Source: an optimization exercise on an open RTL-to-GDS flow (aim: small area and few clock cycles per item). Production flows keep margins and buffers that such runs may drop. Where RTL was checked, it was by simulation tests only, not by an equivalence proof against the original.

==> inputs of run a <==
## pix_corr
module pix_corr (
    input  wire        clk,
    input  wire        rst,
    input  wire        in_valid,
    output wire        in_ready,
    input  wire [17:0] in_pix,
    input  wire [2:0]  in_bcode,
    input  wire [17:0] in_offset,
    input  wire [17:0] in_gain,
    input  wire [17:0] in_ratio,
    input  wire [17:0] in_drift,
    input  wire [2:0]  in_wcode,
    output wire        out_valid,
    input  wire        out_ready,
    output wire [17:0] out_data,
    output wire        out_sat_lo,
    output wire        out_sat_hi
);
    wire lo_n, hi_n;
    wire [17:0] y_n;
    wire [19:0] tgn1;
    wire g2;
    wire h3;
    wire g4;
    wire h5;
    wire g6;
    wire h7;
    wire g8;
    wire h9;
    wire g10;
    wire h11;
    wire g12;
    wire h13;
    wire g14;
    wire h15;
    wire g16;
    wire h17;
    wire g18;
    wire h19;
    wire g20;
    wire h21;
    wire g22;
    wire h23;
    wire g24;
    wire h25;
    wire g26;
    wire h27;
    wire g28;
    wire h29;
    wire g30;
    wire h31;
    wire g32;
    wire h33;
    wire g34;
    wire h35;
    wire g36;
    wire h37;
    wire g38;
    wire h39;
    wire g40;
    wire h41;
    wire g42;
    wire h43;
    wire g44;
    wire h45;
    wire g46;
    wire h47;
    wire g48;
    wire h49;
    wire g50;
    wire h51;
    wire g52;
    wire h53;
    wire g54;
    wire h55;
    wire g56;
    wire h57;
    wire g58;
    wire h59;
    wire g60;
    wire h61;
    wire g62;
    wire h63;
    wire g64;
    wire h65;
    wire g66;
    wire h67;
    wire g68;
    wire h69;
    wire g70;
    wire h71;
    wire g72;
    wire h73;
    wire g74;
    wire h75;
    wire g76;
    wire h77;
    wire g78;
    wire h79;
    wire g80;
    wire h81;
    wire g82;
    wire h83;
    wire g84;
    wire h85;
    wire g86;
    wire h87;
    wire g88;
    wire h89;
    wire g90;
    wire h91;
    wire g92;
    wire h93;
    wire g94;
    wire h95;
    wire g96;
    wire h97;
    wire g98;
    wire h99;
    wire g100;
    wire h101;
    wire g102;
    wire h103;
    wire g104;
    wire h105;
  ...
clock: 10.0 ns
lec_check: 0
abc_area: 1
cap_margin: 20
core_margin: 2
core_utilization: 40
cts_buf_list: sky130_fd_sc_hd__clkbuf_8
slew_margin: 20
synth_hierarchical: 1
synth_minimum_keep_size: 0
standard.sh (not shown) runs the stock make flow with config.mk's settings and CLKGATE_MAP_FILE= SYNTH_SCRIPT=/design/flow/synth_recipe.tcl, a recipe that flattens the netlist after the stock synthesis.
==> flow/flow/run.sh <==
#!/bin/bash
# The standard layout (the standard.sh, unchanged synthesis and steps), with one
# difference: the port buffers that global placement inserts on every input and output
# are sky130_fd_sc_hd__buf_1 instead of the resizer's default pick.
set -euo pipefail
export BUFFER_PORTS_ARGS="-buffer_cell sky130_fd_sc_hd__buf_1"
bash standard.sh > standard.log 2>&1
==> run b: changes against run a <==
--- a/flow/design.v
+++ b/flow/design.v
@@ -4370,21 +4370,21 @@
     assign ee1781[50] = h1859 ^ g1951;
     assign ee1781[51] = h1861 ^ g1979;
     assign ee1781[52] = h1863 ^ g1939;
     assign ee1781[53] = h1865 ^ g1981;
     assign ee1781[54] = h1867 ^ g1953;
     assign ee1781[55] = h1869 ^ g1983;
     assign lo_n = ee1781[55];
     assign hi_n = ~ee1781[55] & (|ee1781[54:50]);
-    assign y_n = {18{hi_n}} | (ee1781[49:32] & {18{~lo_n}});
+    assign y_n = ee1781[49:32];
     assign out_valid = v2;
     assign out_sat_lo = lo2;
     assign out_sat_hi = hi2;
-    wire [17:0] y = y2;
+    wire [17:0] y = {18{hi2}} | (y2 & {18{~lo2}});
     assign q3s1985[0] = q1[0] ^ 1'b0;
     assign k1986 = q1[0] & 1'b0;
     pc_fa u1988 (.a(q1[0]), .b(q1[1]), .c(k1986), .s(s1987), .co(c1988));
     assign q3s1985[1] = s1987;
     pc_fa u1990 (.a(q1[1]), .b(q1[2]), .c(c1988), .s(s1989), .co(c1990));
     assign q3s1985[2] = s1989;
     pc_fa u1992 (.a(q1[2]), .b(q1[3]), .c(c1990), .s(s1991), .co(c1992));
     assign q3s1985[3] = s1991;
==> notes.md <==
	run b	run a
Run status	no timing/DRC/antenna violations	no timing/DRC/antenna violations
Routed met3 length	9.36 mm	10.5 mm
First-pass GRT wire length	172 mm	172 mm
Starting DRT DRC Count	2645	3397
Parity-gate share of the synthesized area counting xor and xnor cells	0.102	0.102
Global-route usage over all layers	0.263	0.261
Cell variety after synth	54	50
Final critical delay including setup and external delays	9.61 ns	9.48 ns
Least setup slack across all paths after layout	0.395 ns	0.520 ns
Detailed-placement wirelength estimate	81.6 mm	81.0 mm
Final instance count without filler cells	4588	4590
Vias post-DR	28200	28200
Die Ht	290 um	290 um
Worst Clk Skew	0.0134 ns	0.0251 ns
M3 GR Usage	0.0456	0.0499
Register fraction of the total cell area	0.118	0.118
Die Width	290 um	290 um
Placed instance count	4540	4554
Setup crit end	out_data[11]	out_data[6]
Fraction of standard cell area in multi-input logic	0.758	0.758
Testbench counts of run a, summed over its fixed seeds: cycles 16,016, items 16,000.
Testbench counts of run b, summed over its fixed seeds: cycles 16,016, items 16,000.

==> inputs of v33 <==
Another version of the RTL of pix_corr (not shown whole).
export LEC_CHECK = 0
export ABC_AREA = 1
export CAP_MARGIN = 20
export CORE_MARGIN = 2
export CORE_UTILIZATION = 60
export SLEW_MARGIN = 20
export SYNTH_HIERARCHICAL = 1
export SYNTH_MINIMUM_KEEP_SIZE = 0
create_clock -name core_clock -period 10.0 [get_ports {clk}]
run.sh (not shown) runs the stock make flow with config.mk's settings and CLKGATE_MAP_FILE= SYNTH_SCRIPT=/design/flow/synth_recipe.tcl, a recipe that flattens the netlist after the stock synthesis.
Stock flow here: none of the scripts above is used.
==> v15 (differences from v33) <==
--- a/flow/config.mk
+++ b/flow/config.mk
@@ -9,5 +9,5 @@
 export CAP_MARGIN = 20
 export CORE_MARGIN = 2
-export CORE_UTILIZATION = 60
+export CORE_UTILIZATION = 40
 export SLEW_MARGIN = 20
 export SYNTH_HIERARCHICAL = 1
==> qor summary <==
                                                                                  v15             v33
Final weighted congestion of routability-driven global placement                0.911           0.971
Global-route wire length before repair                                      170000 µm       176000 µm
Detailed-route vias per instance                                                 5.84            6.59
DRC marker count from the first detailed-route iteration                         2486            3035
Result of the run                                                      finished clean  finished clean
Maximum single-stage delay on the critical path                                580 ps          530 ps
Depth of the critical timing path with buffers and inverters included              27              30
Number of tap cells added at floorplan                                           1155             765
Maximum fanout along the worst path                                                15              18
Largest net degree at the start of global routing                                  55              69
CP endpoint                                                               out_data[1]     out_data[3]
Initial antenna violation count                                                     0               1
Repair and plain buffers                                                          282             268
Layout Nets                                                                      4690            4676
Final min period                                                              9610 ps         9640 ps
Per-cell routed wire length                                                   21.9 µm         24.6 µm
Depth of the worst register-to-register path                                       39              38
Testbench counts of v33, summed over its fixed seeds: cycles 16,016, items 16,000.
Testbench counts of v15, summed over its fixed seeds: cycles 16,016, items 16,000.

==> trial 38: inputs <==
Another version of the RTL of pix_corr (not shown whole).
export LEC_CHECK = 0
export ABC_AREA = 1
export CAP_MARGIN = 20
export CORE_MARGIN = 2
export CORE_UTILIZATION = 40
export SLEW_MARGIN = 20
export SYNTH_HIERARCHICAL = 1
export SYNTH_MINIMUM_KEEP_SIZE = 0
create_clock -name core_clock -period 10.0 [get_ports {clk}]
standard.sh (not shown) runs the stock make flow with config.mk's settings and CLKGATE_MAP_FILE= SYNTH_SCRIPT=/design/flow/synth_recipe.tcl, a recipe that flattens the netlist after the stock synthesis.
Scripts as last shown in full above: flow/flow/run.sh
==> trial 67: changes against trial 38 <==
--- a/flow/design.v
+++ b/flow/design.v
@@ -3020,26 +3020,24 @@
     pc_fa u332 (.a(s327), .b(c326), .c(s329), .s(s331), .co(c332));
     pc_fa u334 (.a(p120), .b(p141), .c(p162), .s(s333), .co(c334));
     pc_fa u336 (.a(p183), .b(p204), .c(c328), .s(s335), .co(c336));
     pc_fa u338 (.a(s333), .b(c330), .c(s335), .s(s337), .co(c338));
     pc_fa u340 (.a(p121), .b(p142), .c(p163), .s(s339), .co(c340));
     pc_fa u342 (.a(p184), .b(p205), .c(p226), .s(s341), .co(c342));
     pc_fa u344 (.a(c334), .b(s339), .c(s341), .s(s343), .co(c344));
-    assign s345 = c336 ^ s343;
-    assign c346 = c336 & s343;
+    pc_fa u346 (.a(c336), .b(s343), .c(c338), .s(s345), .co(c346));
     pc_fa u348 (.a(p122), .b(p143), .c(p164), .s(s347), .co(c348));
     pc_fa u350 (.a(p185), .b(p206), .c(p227), .s(s349), .co(c350));
     pc_fa u352 (.a(c340), .b(c342), .c(s347), .s(s351), .co(c352));
     pc_fa u354 (.a(s349), .b(c344), .c(s351), .s(s353), .co(c354));
     pc_fa u356 (.a(p123), .b(p144), .c(p165), .s(s355), .co(c356));
     pc_fa u358 (.a(p186), .b(p207), .c(p228), .s(s357), .co(c358));
     pc_fa u360 (.a(p249), .b(c348), .c(c350), .s(s359), .co(c360));
     pc_fa u362 (.a(s355), .b(s357), .c(c352), .s(s361), .co(c362));
-    assign s363 = s359 ^ c354;
-    assign c364 = s359 & c354;
+    pc_fa u364 (.a(s359), .b(c354), .c(s361), .s(s363), .co(c364));
     pc_fa u366 (.a(p124), .b(p145), .c(p166), .s(s365), .co(c366));
     pc_fa u368 (.a(p187), .b(p208), .c(p229), .s(s367), .co(c368));
     pc_fa u370 (.a(p250), .b(c356), .c(c358), .s(s369), .co(c370));
     pc_fa u372 (.a(s365), .b(s367), .c(c360), .s(s371), .co(c372));
     pc_fa u374 (.a(s369), .b(c362), .c(s371), .s(s373), .co(c374));
     pc_fa u376 (.a(p125), .b(p146), .c(p167), .s(s375), .co(c376));
     pc_fa u378 (.a(p188), .b(p209), .c(p230), .s(s377), .co(c378));
@@ -3138,16 +3136,15 @@
     pc_fa u550 (.a(p245), .b(p266), .c(p287), .s(s549), .co(c550));
     pc_fa u552 (.a(p308), .b(c544), .c(s549), .s(s551), .co(c552));
     assign s553 = c546 ^ s551;
     assign c554 = c546 & s551;
     pc_fa u556 (.a(p267), .b(p288), .c(p309), .s(s555), .co(c556));
     pc_fa u558 (.a(c550), .b(s555), .c(c552), .s(s557), .co(c558));
     pc_fa u560 (.a(p268), .b(p289), .c(p310), .s(s559), .co(c560));
-    assign s561 = c556 ^ s559;
-    assign c562 = c556 & s559;
+    pc_fa u562 (.a(c556), .b(s559), .c(c558), .s(s561), .co(c562));
     pc_fa u564 (.a(p290), .b(p311), .c(c560), .s(s563), .co(c564));
     pc_fa u566 (.a(p291), .b(p312), .c(c564), .s(s565), .co(c566));
     assign gg567[0] = p111 ^ 1'b0;
     assign k568 = p111 & 1'b0;
     assign gg567[1] = p112 ^ k568;
     assign k569 = p112 & k568;
     pc_fa u571 (.a(p113), .b(p134), .c(k569), .s(s570), .co(c571));
@@ -3162,20 +3159,20 @@
     assign k577 = s321 & c576;
     pc_fa u579 (.a(c322), .b(s325), .c(k577), .s(s578), .co(c579));
     assign gg567[7] = s578;
     assign g580 = s331 & 1'b0;
     assign h581 = s331 ^ 1'b0;
     assign g582 = c332 & s337;
     assign h583 = c332 ^ s337;
-    assign g584 = c338 & s345;
-    assign h585 = c338 ^ s345;
+    assign g584 = s345 & 1'b0;
+    assign h585 = s345 ^ 1'b0;
     assign g586 = c346 & s353;
     assign h587 = c346 ^ s353;
-    assign g588 = s361 & s363;
-    assign h589 = s361 ^ s363;
+    assign g588 = s363 & 1'b0;
+    assign h589 = s363 ^ 1'b0;
     assign g590 = c364 & s373;
     assign h591 = c364 ^ s373;
     assign g592 = c374 & s385;
     assign h593 = c374 ^ s385;
     assign g594 = c386 & s397;
     assign h595 = c386 ^ s397;
     assign g596 = s409 & s411;
@@ -3204,16 +3201,16 @@
     assign h619 = c534 ^ s541;
     assign g620 = c542 & s547;
     assign h621 = c542 ^ s547;
     assign g622 = c548 & s553;
     assign h623 = c548 ^ s553;
     assign g624 = c554 & s557;
     assign h625 = c554 ^ s557;
-    assign g626 = c558 & s561;
-    assign h627 = c558 ^ s561;
+    assign g626 = s561 & 1'b0;
+    assign h627 = s561 ^ 1'b0;
     assign g628 = c562 & s563;
     assign h629 = c562 ^ s563;
     assign g630 = s565 & 1'b0;
     assign h631 = s565 ^ 1'b0;
     assign g632 = p313 & c566;
     assign h633 = p313 ^ c566;
     assign g634 = p314 & 1'b0;
@@ -4695,16 +4692,15 @@
     pc_fa u2352 (.a(p2044), .b(p2065), .c(p2086), .s(s2351), .co(c2352));
     pc_fa u2354 (.a(p2107), .b(p2128), .c(p2149), .s(s2353), .co(c2354));
     pc_fa u2356 (.a(p2170), .b(p2191), .c(p2212), .s(s2355), .co(c2356));
     pc_fa u2358 (.a(c2336), .b(c2338), .c(c2340), .s(s2357), .co(c2358));
     pc_fa u2360 (.a(s2351), .b(s2353), .c(s2355), .s(s2359), .co(c2360));
     pc_fa u2362 (.a(c2342), .b(c2344), .c(s2357), .s(s2361), .co(c2362));
     pc_fa u2364 (.a(s2359), .b(c2346), .c(s2361), .s(s2363), .co(c2364));
-    assign s2365 = c2348 ^ s2363;
-    assign c2366 = c2348 & s2363;
+    pc_fa u2366 (.a(c2348), .b(s2363), .c(c2350), .s(s2365), .co(c2366));
     pc_fa u2368 (.a(rw2233), .b(p2045), .c(p2066), .s(s2367), .co(c2368));
     pc_fa u2370 (.a(p2087), .b(p2108), .c(p2129), .s(s2369), .co(c2370));
     pc_fa u2372 (.a(p2150), .b(p2171), .c(p2192), .s(s2371), .co(c2372));
     pc_fa u2374 (.a(p2213), .b(c2352), .c(c2354), .s(s2373), .co(c2374));
     pc_fa u2376 (.a(c2356), .b(s2367), .c(s2369), .s(s2375), .co(c2376));
     pc_fa u2378 (.a(s2371), .b(c2358), .c(c2360), .s(s2377), .co(c2378));
     pc_fa u2380 (.a(s2373), .b(s2375), .c(c2362), .s(s2379), .co(c2380));
@@ -4797,16 +4793,16 @@
     assign h2513 = s2305 ^ 1'b0;
     assign g2514 = s2319 & 1'b0;
     assign h2515 = s2319 ^ 1'b0;
     assign g2516 = c2320 & s2333;
     assign h2517 = c2320 ^ s2333;
     assign g2518 = s2349 & 1'b0;
     assign h2519 = s2349 ^ 1'b0;
-    assign g2520 = c2350 & s2365;
-    assign h2521 = c2350 ^ s2365;
+    assign g2520 = s2365 & 1'b0;
+    assign h2521 = s2365 ^ 1'b0;
     assign g2522 = c2366 & s2381;
     assign h2523 = c2366 ^ s2381;
     assign g2524 = c2382 & s2395;
     assign h2525 = c2382 ^ s2395;
     assign g2526 = c2396 & s2409;
     assign h2527 = c2396 ^ s2409;
     assign g2528 = c2410 & s2421;
- CAP_MARGIN: 20 -> 0
- SLEW_MARGIN: 20 -> 0
==> build 97: changes against trial 38 <==
--- a/flow/design.v
+++ b/flow/design.v
@@ -3020,26 +3020,24 @@
     pc_fa u332 (.a(s327), .b(c326), .c(s329), .s(s331), .co(c332));
     pc_fa u334 (.a(p120), .b(p141), .c(p162), .s(s333), .co(c334));
     pc_fa u336 (.a(p183), .b(p204), .c(c328), .s(s335), .co(c336));
     pc_fa u338 (.a(s333), .b(c330), .c(s335), .s(s337), .co(c338));
     pc_fa u340 (.a(p121), .b(p142), .c(p163), .s(s339), .co(c340));
     pc_fa u342 (.a(p184), .b(p205), .c(p226), .s(s341), .co(c342));
     pc_fa u344 (.a(c334), .b(s339), .c(s341), .s(s343), .co(c344));
-    assign s345 = c336 ^ s343;
-    assign c346 = c336 & s343;
+    pc_fa u346 (.a(c336), .b(s343), .c(c338), .s(s345), .co(c346));
     pc_fa u348 (.a(p122), .b(p143), .c(p164), .s(s347), .co(c348));
     pc_fa u350 (.a(p185), .b(p206), .c(p227), .s(s349), .co(c350));
     pc_fa u352 (.a(c340), .b(c342), .c(s347), .s(s351), .co(c352));
     pc_fa u354 (.a(s349), .b(c344), .c(s351), .s(s353), .co(c354));
     pc_fa u356 (.a(p123), .b(p144), .c(p165), .s(s355), .co(c356));
     pc_fa u358 (.a(p186), .b(p207), .c(p228), .s(s357), .co(c358));
     pc_fa u360 (.a(p249), .b(c348), .c(c350), .s(s359), .co(c360));
     pc_fa u362 (.a(s355), .b(s357), .c(c352), .s(s361), .co(c362));
-    assign s363 = s359 ^ c354;
-    assign c364 = s359 & c354;
+    pc_fa u364 (.a(s359), .b(c354), .c(s361), .s(s363), .co(c364));
     pc_fa u366 (.a(p124), .b(p145), .c(p166), .s(s365), .co(c366));
     pc_fa u368 (.a(p187), .b(p208), .c(p229), .s(s367), .co(c368));
     pc_fa u370 (.a(p250), .b(c356), .c(c358), .s(s369), .co(c370));
     pc_fa u372 (.a(s365), .b(s367), .c(c360), .s(s371), .co(c372));
     pc_fa u374 (.a(s369), .b(c362), .c(s371), .s(s373), .co(c374));
     pc_fa u376 (.a(p125), .b(p146), .c(p167), .s(s375), .co(c376));
     pc_fa u378 (.a(p188), .b(p209), .c(p230), .s(s377), .co(c378));
@@ -3138,16 +3136,15 @@
     pc_fa u550 (.a(p245), .b(p266), .c(p287), .s(s549), .co(c550));
     pc_fa u552 (.a(p308), .b(c544), .c(s549), .s(s551), .co(c552));
     assign s553 = c546 ^ s551;
     assign c554 = c546 & s551;
     pc_fa u556 (.a(p267), .b(p288), .c(p309), .s(s555), .co(c556));
     pc_fa u558 (.a(c550), .b(s555), .c(c552), .s(s557), .co(c558));
     pc_fa u560 (.a(p268), .b(p289), .c(p310), .s(s559), .co(c560));
-    assign s561 = c556 ^ s559;
-    assign c562 = c556 & s559;
+    pc_fa u562 (.a(c556), .b(s559), .c(c558), .s(s561), .co(c562));
     pc_fa u564 (.a(p290), .b(p311), .c(c560), .s(s563), .co(c564));
     pc_fa u566 (.a(p291), .b(p312), .c(c564), .s(s565), .co(c566));
     assign gg567[0] = p111 ^ 1'b0;
     assign k568 = p111 & 1'b0;
     assign gg567[1] = p112 ^ k568;
     assign k569 = p112 & k568;
     pc_fa u571 (.a(p113), .b(p134), .c(k569), .s(s570), .co(c571));
@@ -3162,20 +3159,20 @@
     assign k577 = s321 & c576;
     pc_fa u579 (.a(c322), .b(s325), .c(k577), .s(s578), .co(c579));
     assign gg567[7] = s578;
     assign g580 = s331 & 1'b0;
     assign h581 = s331 ^ 1'b0;
     assign g582 = c332 & s337;
     assign h583 = c332 ^ s337;
-    assign g584 = c338 & s345;
-    assign h585 = c338 ^ s345;
+    assign g584 = s345 & 1'b0;
+    assign h585 = s345 ^ 1'b0;
     assign g586 = c346 & s353;
     assign h587 = c346 ^ s353;
-    assign g588 = s361 & s363;
-    assign h589 = s361 ^ s363;
+    assign g588 = s363 & 1'b0;
+    assign h589 = s363 ^ 1'b0;
     assign g590 = c364 & s373;
     assign h591 = c364 ^ s373;
     assign g592 = c374 & s385;
     assign h593 = c374 ^ s385;
     assign g594 = c386 & s397;
     assign h595 = c386 ^ s397;
     assign g596 = s409 & s411;
@@ -3204,16 +3201,16 @@
     assign h619 = c534 ^ s541;
     assign g620 = c542 & s547;
     assign h621 = c542 ^ s547;
     assign g622 = c548 & s553;
     assign h623 = c548 ^ s553;
     assign g624 = c554 & s557;
     assign h625 = c554 ^ s557;
-    assign g626 = c558 & s561;
-    assign h627 = c558 ^ s561;
+    assign g626 = s561 & 1'b0;
+    assign h627 = s561 ^ 1'b0;
     assign g628 = c562 & s563;
     assign h629 = c562 ^ s563;
     assign g630 = s565 & 1'b0;
     assign h631 = s565 ^ 1'b0;
     assign g632 = p313 & c566;
     assign h633 = p313 ^ c566;
     assign g634 = p314 & 1'b0;
@@ -4695,16 +4692,15 @@
     pc_fa u2352 (.a(p2044), .b(p2065), .c(p2086), .s(s2351), .co(c2352));
     pc_fa u2354 (.a(p2107), .b(p2128), .c(p2149), .s(s2353), .co(c2354));
     pc_fa u2356 (.a(p2170), .b(p2191), .c(p2212), .s(s2355), .co(c2356));
     pc_fa u2358 (.a(c2336), .b(c2338), .c(c2340), .s(s2357), .co(c2358));
     pc_fa u2360 (.a(s2351), .b(s2353), .c(s2355), .s(s2359), .co(c2360));
     pc_fa u2362 (.a(c2342), .b(c2344), .c(s2357), .s(s2361), .co(c2362));
     pc_fa u2364 (.a(s2359), .b(c2346), .c(s2361), .s(s2363), .co(c2364));
-    assign s2365 = c2348 ^ s2363;
-    assign c2366 = c2348 & s2363;
+    pc_fa u2366 (.a(c2348), .b(s2363), .c(c2350), .s(s2365), .co(c2366));
     pc_fa u2368 (.a(rw2233), .b(p2045), .c(p2066), .s(s2367), .co(c2368));
     pc_fa u2370 (.a(p2087), .b(p2108), .c(p2129), .s(s2369), .co(c2370));
     pc_fa u2372 (.a(p2150), .b(p2171), .c(p2192), .s(s2371), .co(c2372));
     pc_fa u2374 (.a(p2213), .b(c2352), .c(c2354), .s(s2373), .co(c2374));
     pc_fa u2376 (.a(c2356), .b(s2367), .c(s2369), .s(s2375), .co(c2376));
     pc_fa u2378 (.a(s2371), .b(c2358), .c(c2360), .s(s2377), .co(c2378));
     pc_fa u2380 (.a(s2373), .b(s2375), .c(c2362), .s(s2379), .co(c2380));
@@ -4797,16 +4793,16 @@
     assign h2513 = s2305 ^ 1'b0;
     assign g2514 = s2319 & 1'b0;
     assign h2515 = s2319 ^ 1'b0;
     assign g2516 = c2320 & s2333;
     assign h2517 = c2320 ^ s2333;
     assign g2518 = s2349 & 1'b0;
     assign h2519 = s2349 ^ 1'b0;
-    assign g2520 = c2350 & s2365;
-    assign h2521 = c2350 ^ s2365;
+    assign g2520 = s2365 & 1'b0;
+    assign h2521 = s2365 ^ 1'b0;
     assign g2522 = c2366 & s2381;
     assign h2523 = c2366 ^ s2381;
     assign g2524 = c2382 & s2395;
     assign h2525 = c2382 ^ s2395;
     assign g2526 = c2396 & s2409;
     assign h2527 = c2396 ^ s2409;
     assign g2528 = c2410 & s2421;
- GPL_TIMING_DRIVEN: not set -> 0
==> trial 87: changes against trial 38 <==
--- a/flow/design.v
+++ b/flow/design.v
@@ -3020,26 +3020,24 @@
     pc_fa u332 (.a(s327), .b(c326), .c(s329), .s(s331), .co(c332));
     pc_fa u334 (.a(p120), .b(p141), .c(p162), .s(s333), .co(c334));
     pc_fa u336 (.a(p183), .b(p204), .c(c328), .s(s335), .co(c336));
     pc_fa u338 (.a(s333), .b(c330), .c(s335), .s(s337), .co(c338));
     pc_fa u340 (.a(p121), .b(p142), .c(p163), .s(s339), .co(c340));
     pc_fa u342 (.a(p184), .b(p205), .c(p226), .s(s341), .co(c342));
     pc_fa u344 (.a(c334), .b(s339), .c(s341), .s(s343), .co(c344));
-    assign s345 = c336 ^ s343;
-    assign c346 = c336 & s343;
+    pc_fa u346 (.a(c336), .b(s343), .c(c338), .s(s345), .co(c346));
     pc_fa u348 (.a(p122), .b(p143), .c(p164), .s(s347), .co(c348));
     pc_fa u350 (.a(p185), .b(p206), .c(p227), .s(s349), .co(c350));
     pc_fa u352 (.a(c340), .b(c342), .c(s347), .s(s351), .co(c352));
     pc_fa u354 (.a(s349), .b(c344), .c(s351), .s(s353), .co(c354));
     pc_fa u356 (.a(p123), .b(p144), .c(p165), .s(s355), .co(c356));
     pc_fa u358 (.a(p186), .b(p207), .c(p228), .s(s357), .co(c358));
     pc_fa u360 (.a(p249), .b(c348), .c(c350), .s(s359), .co(c360));
     pc_fa u362 (.a(s355), .b(s357), .c(c352), .s(s361), .co(c362));
-    assign s363 = s359 ^ c354;
-    assign c364 = s359 & c354;
+    pc_fa u364 (.a(s359), .b(c354), .c(s361), .s(s363), .co(c364));
     pc_fa u366 (.a(p124), .b(p145), .c(p166), .s(s365), .co(c366));
     pc_fa u368 (.a(p187), .b(p208), .c(p229), .s(s367), .co(c368));
     pc_fa u370 (.a(p250), .b(c356), .c(c358), .s(s369), .co(c370));
     pc_fa u372 (.a(s365), .b(s367), .c(c360), .s(s371), .co(c372));
     pc_fa u374 (.a(s369), .b(c362), .c(s371), .s(s373), .co(c374));
     pc_fa u376 (.a(p125), .b(p146), .c(p167), .s(s375), .co(c376));
     pc_fa u378 (.a(p188), .b(p209), .c(p230), .s(s377), .co(c378));
@@ -3138,16 +3136,15 @@
     pc_fa u550 (.a(p245), .b(p266), .c(p287), .s(s549), .co(c550));
     pc_fa u552 (.a(p308), .b(c544), .c(s549), .s(s551), .co(c552));
     assign s553 = c546 ^ s551;
     assign c554 = c546 & s551;
     pc_fa u556 (.a(p267), .b(p288), .c(p309), .s(s555), .co(c556));
     pc_fa u558 (.a(c550), .b(s555), .c(c552), .s(s557), .co(c558));
     pc_fa u560 (.a(p268), .b(p289), .c(p310), .s(s559), .co(c560));
-    assign s561 = c556 ^ s559;
-    assign c562 = c556 & s559;
+    pc_fa u562 (.a(c556), .b(s559), .c(c558), .s(s561), .co(c562));
     pc_fa u564 (.a(p290), .b(p311), .c(c560), .s(s563), .co(c564));
     pc_fa u566 (.a(p291), .b(p312), .c(c564), .s(s565), .co(c566));
     assign gg567[0] = p111 ^ 1'b0;
     assign k568 = p111 & 1'b0;
     assign gg567[1] = p112 ^ k568;
     assign k569 = p112 & k568;
     pc_fa u571 (.a(p113), .b(p134), .c(k569), .s(s570), .co(c571));
@@ -3162,20 +3159,20 @@
     assign k577 = s321 & c576;
     pc_fa u579 (.a(c322), .b(s325), .c(k577), .s(s578), .co(c579));
     assign gg567[7] = s578;
     assign g580 = s331 & 1'b0;
     assign h581 = s331 ^ 1'b0;
     assign g582 = c332 & s337;
     assign h583 = c332 ^ s337;
-    assign g584 = c338 & s345;
-    assign h585 = c338 ^ s345;
+    assign g584 = s345 & 1'b0;
+    assign h585 = s345 ^ 1'b0;
     assign g586 = c346 & s353;
     assign h587 = c346 ^ s353;
-    assign g588 = s361 & s363;
-    assign h589 = s361 ^ s363;
+    assign g588 = s363 & 1'b0;
+    assign h589 = s363 ^ 1'b0;
     assign g590 = c364 & s373;
     assign h591 = c364 ^ s373;
     assign g592 = c374 & s385;
     assign h593 = c374 ^ s385;
     assign g594 = c386 & s397;
     assign h595 = c386 ^ s397;
     assign g596 = s409 & s411;
@@ -3204,16 +3201,16 @@
     assign h619 = c534 ^ s541;
     assign g620 = c542 & s547;
     assign h621 = c542 ^ s547;
     assign g622 = c548 & s553;
     assign h623 = c548 ^ s553;
     assign g624 = c554 & s557;
     assign h625 = c554 ^ s557;
-    assign g626 = c558 & s561;
-    assign h627 = c558 ^ s561;
+    assign g626 = s561 & 1'b0;
+    assign h627 = s561 ^ 1'b0;
     assign g628 = c562 & s563;
     assign h629 = c562 ^ s563;
     assign g630 = s565 & 1'b0;
     assign h631 = s565 ^ 1'b0;
     assign g632 = p313 & c566;
     assign h633 = p313 ^ c566;
     assign g634 = p314 & 1'b0;
@@ -4695,16 +4692,15 @@
     pc_fa u2352 (.a(p2044), .b(p2065), .c(p2086), .s(s2351), .co(c2352));
     pc_fa u2354 (.a(p2107), .b(p2128), .c(p2149), .s(s2353), .co(c2354));
     pc_fa u2356 (.a(p2170), .b(p2191), .c(p2212), .s(s2355), .co(c2356));
     pc_fa u2358 (.a(c2336), .b(c2338), .c(c2340), .s(s2357), .co(c2358));
     pc_fa u2360 (.a(s2351), .b(s2353), .c(s2355), .s(s2359), .co(c2360));
     pc_fa u2362 (.a(c2342), .b(c2344), .c(s2357), .s(s2361), .co(c2362));
     pc_fa u2364 (.a(s2359), .b(c2346), .c(s2361), .s(s2363), .co(c2364));
-    assign s2365 = c2348 ^ s2363;
-    assign c2366 = c2348 & s2363;
+    pc_fa u2366 (.a(c2348), .b(s2363), .c(c2350), .s(s2365), .co(c2366));
     pc_fa u2368 (.a(rw2233), .b(p2045), .c(p2066), .s(s2367), .co(c2368));
     pc_fa u2370 (.a(p2087), .b(p2108), .c(p2129), .s(s2369), .co(c2370));
     pc_fa u2372 (.a(p2150), .b(p2171), .c(p2192), .s(s2371), .co(c2372));
     pc_fa u2374 (.a(p2213), .b(c2352), .c(c2354), .s(s2373), .co(c2374));
     pc_fa u2376 (.a(c2356), .b(s2367), .c(s2369), .s(s2375), .co(c2376));
     pc_fa u2378 (.a(s2371), .b(c2358), .c(c2360), .s(s2377), .co(c2378));
     pc_fa u2380 (.a(s2373), .b(s2375), .c(c2362), .s(s2379), .co(c2380));
@@ -4797,16 +4793,16 @@
     assign h2513 = s2305 ^ 1'b0;
     assign g2514 = s2319 & 1'b0;
     assign h2515 = s2319 ^ 1'b0;
     assign g2516 = c2320 & s2333;
     assign h2517 = c2320 ^ s2333;
     assign g2518 = s2349 & 1'b0;
     assign h2519 = s2349 ^ 1'b0;
-    assign g2520 = c2350 & s2365;
-    assign h2521 = c2350 ^ s2365;
+    assign g2520 = s2365 & 1'b0;
+    assign h2521 = s2365 ^ 1'b0;
     assign g2522 = c2366 & s2381;
     assign h2523 = c2366 ^ s2381;
     assign g2524 = c2382 & s2395;
     assign h2525 = c2382 ^ s2395;
     assign g2526 = c2396 & s2409;
     assign h2527 = c2396 ^ s2409;
     assign g2528 = c2410 & s2421;
==> comparison table <==
quantity	trial 67	build 97	trial 38	trial 87
Result of the run	finished clean	finished clean	finished clean	finished clean
Area fraction in compound gates after synthesis	18.0%	18.0%	18.1%	18.0%
CP Capture Point	out_data[1]	out_data[8]	out_data[6]	out_data[1]
Worst relative slew slack	20.9%	28.7%	29.2%	27.7%
CP max FO	11	10	17	11
Gate count after technology mapping	3512	3512	3534	3512
Unrepaired setup endpoints after global routing	true	-	-	true
Post-placement cell count	4569	4704	4578	4569
R2R cell count	44	44	43	44
Crit path from	lo2$_DFFE_PP_	q2[7]$_DFFE_PP_	lo2$_DFFE_PP_	lo2$_DFFE_PP_
Average cell area after synthesis	9.35 sq um	9.35 sq um	9.33 sq um	9.35 sq um
Buf/Inv on CP	5	6	5	6
Reg-to-reg startpoint	d1[3]$_DFFE_PP_	d1[1]$_DFFE_PP_	d1[3]$_DFFE_PP_	d1[3]$_DFFE_PP_
Post-CTS clock slew at the launch and capture registers of the worst setup and hold paths	70 ps	70 ps	80 ps	70 ps
Placed cell areas	0.0347 sq mm	0.0347 sq mm	0.0347 sq mm	0.0347 sq mm
Via count of the first global-routing pass	29454	29079	29267	29454
Met3 routing resource usage after global routing	6.06%	5.61%	5.82%	6.06%
Multi-input gate area	0.0268 sq mm	0.0270 sq mm	0.0268 sq mm	0.0268 sq mm
Largest stage delay, worst path	530 ps	540 ps	510 ps	510 ps
Area delta synth->final	8.76%	10.4%	8.52%	8.79%
Instance count on the critical path	31	28	30	31
Final-layout worst hold slack	419 ps	421 ps	436 ps	419 ps
Testbench counts of trial 67, summed over its fixed seeds: cycles 16,016, items 16,000.
Testbench counts of build 97, summed over its fixed seeds: cycles 16,016, items 16,000.
Testbench counts of trial 87, summed over its fixed seeds: cycles 16,016, items 16,000.
Only the layout flow was run in trial 38; the RTL was not checked for function there.

re-timing with driven ports:
In the flow no input, the clock included, has a driving cell. The finished layouts below were timed again as built, in two steps.
Step 1: set_driving_cell puts a clkbuf_16 on clk and a buf_2 on each other input, an assumption about the parent block.
Step 2, shift: input delay + t, output delay - t, t = (earliest + latest rising clock arrival at the registers) / 2. This alone moves slack from input paths to output paths.
a / b / c = ideal / step 1 / step 2; a / b = the first two.
run | t, ns | slack for setup (ns) | slew at the worst register clock pin (ns)
run a | 0.562 | 0.520 / 0.473 / 0.247 | 0.11 / 0.11
run b | 0.649 | 0.395 / 0.334 / 0.213 | 0.10 / 0.10
v33 | 0.505 | 0.362 / 0.304 / 0.088 | 0.07 / 0.07
v15 | 0.536 | 0.391 / 0.336 / 0.098 | 0.06 / 0.06
trial 38 | 0.554 | 0.479 / 0.408 / 0.062 | 0.08 / 0.08
trial 67 | 0.552 | 0.429 / 0.364 / 0.189 | 0.07 / 0.07
build 97 | 0.550 | 0.310 / 0.247 / 0.144 | 0.07 / 0.07
trial 87 | 0.554 | 0.415 / 0.348 / 0.180 | 0.07 / 0.07
After both steps setup and hold are still met in every run listed. For trial 38, which loses most, drivers alone change the setup slack by -0.071 ns; drivers and shift together by -0.417 ns.
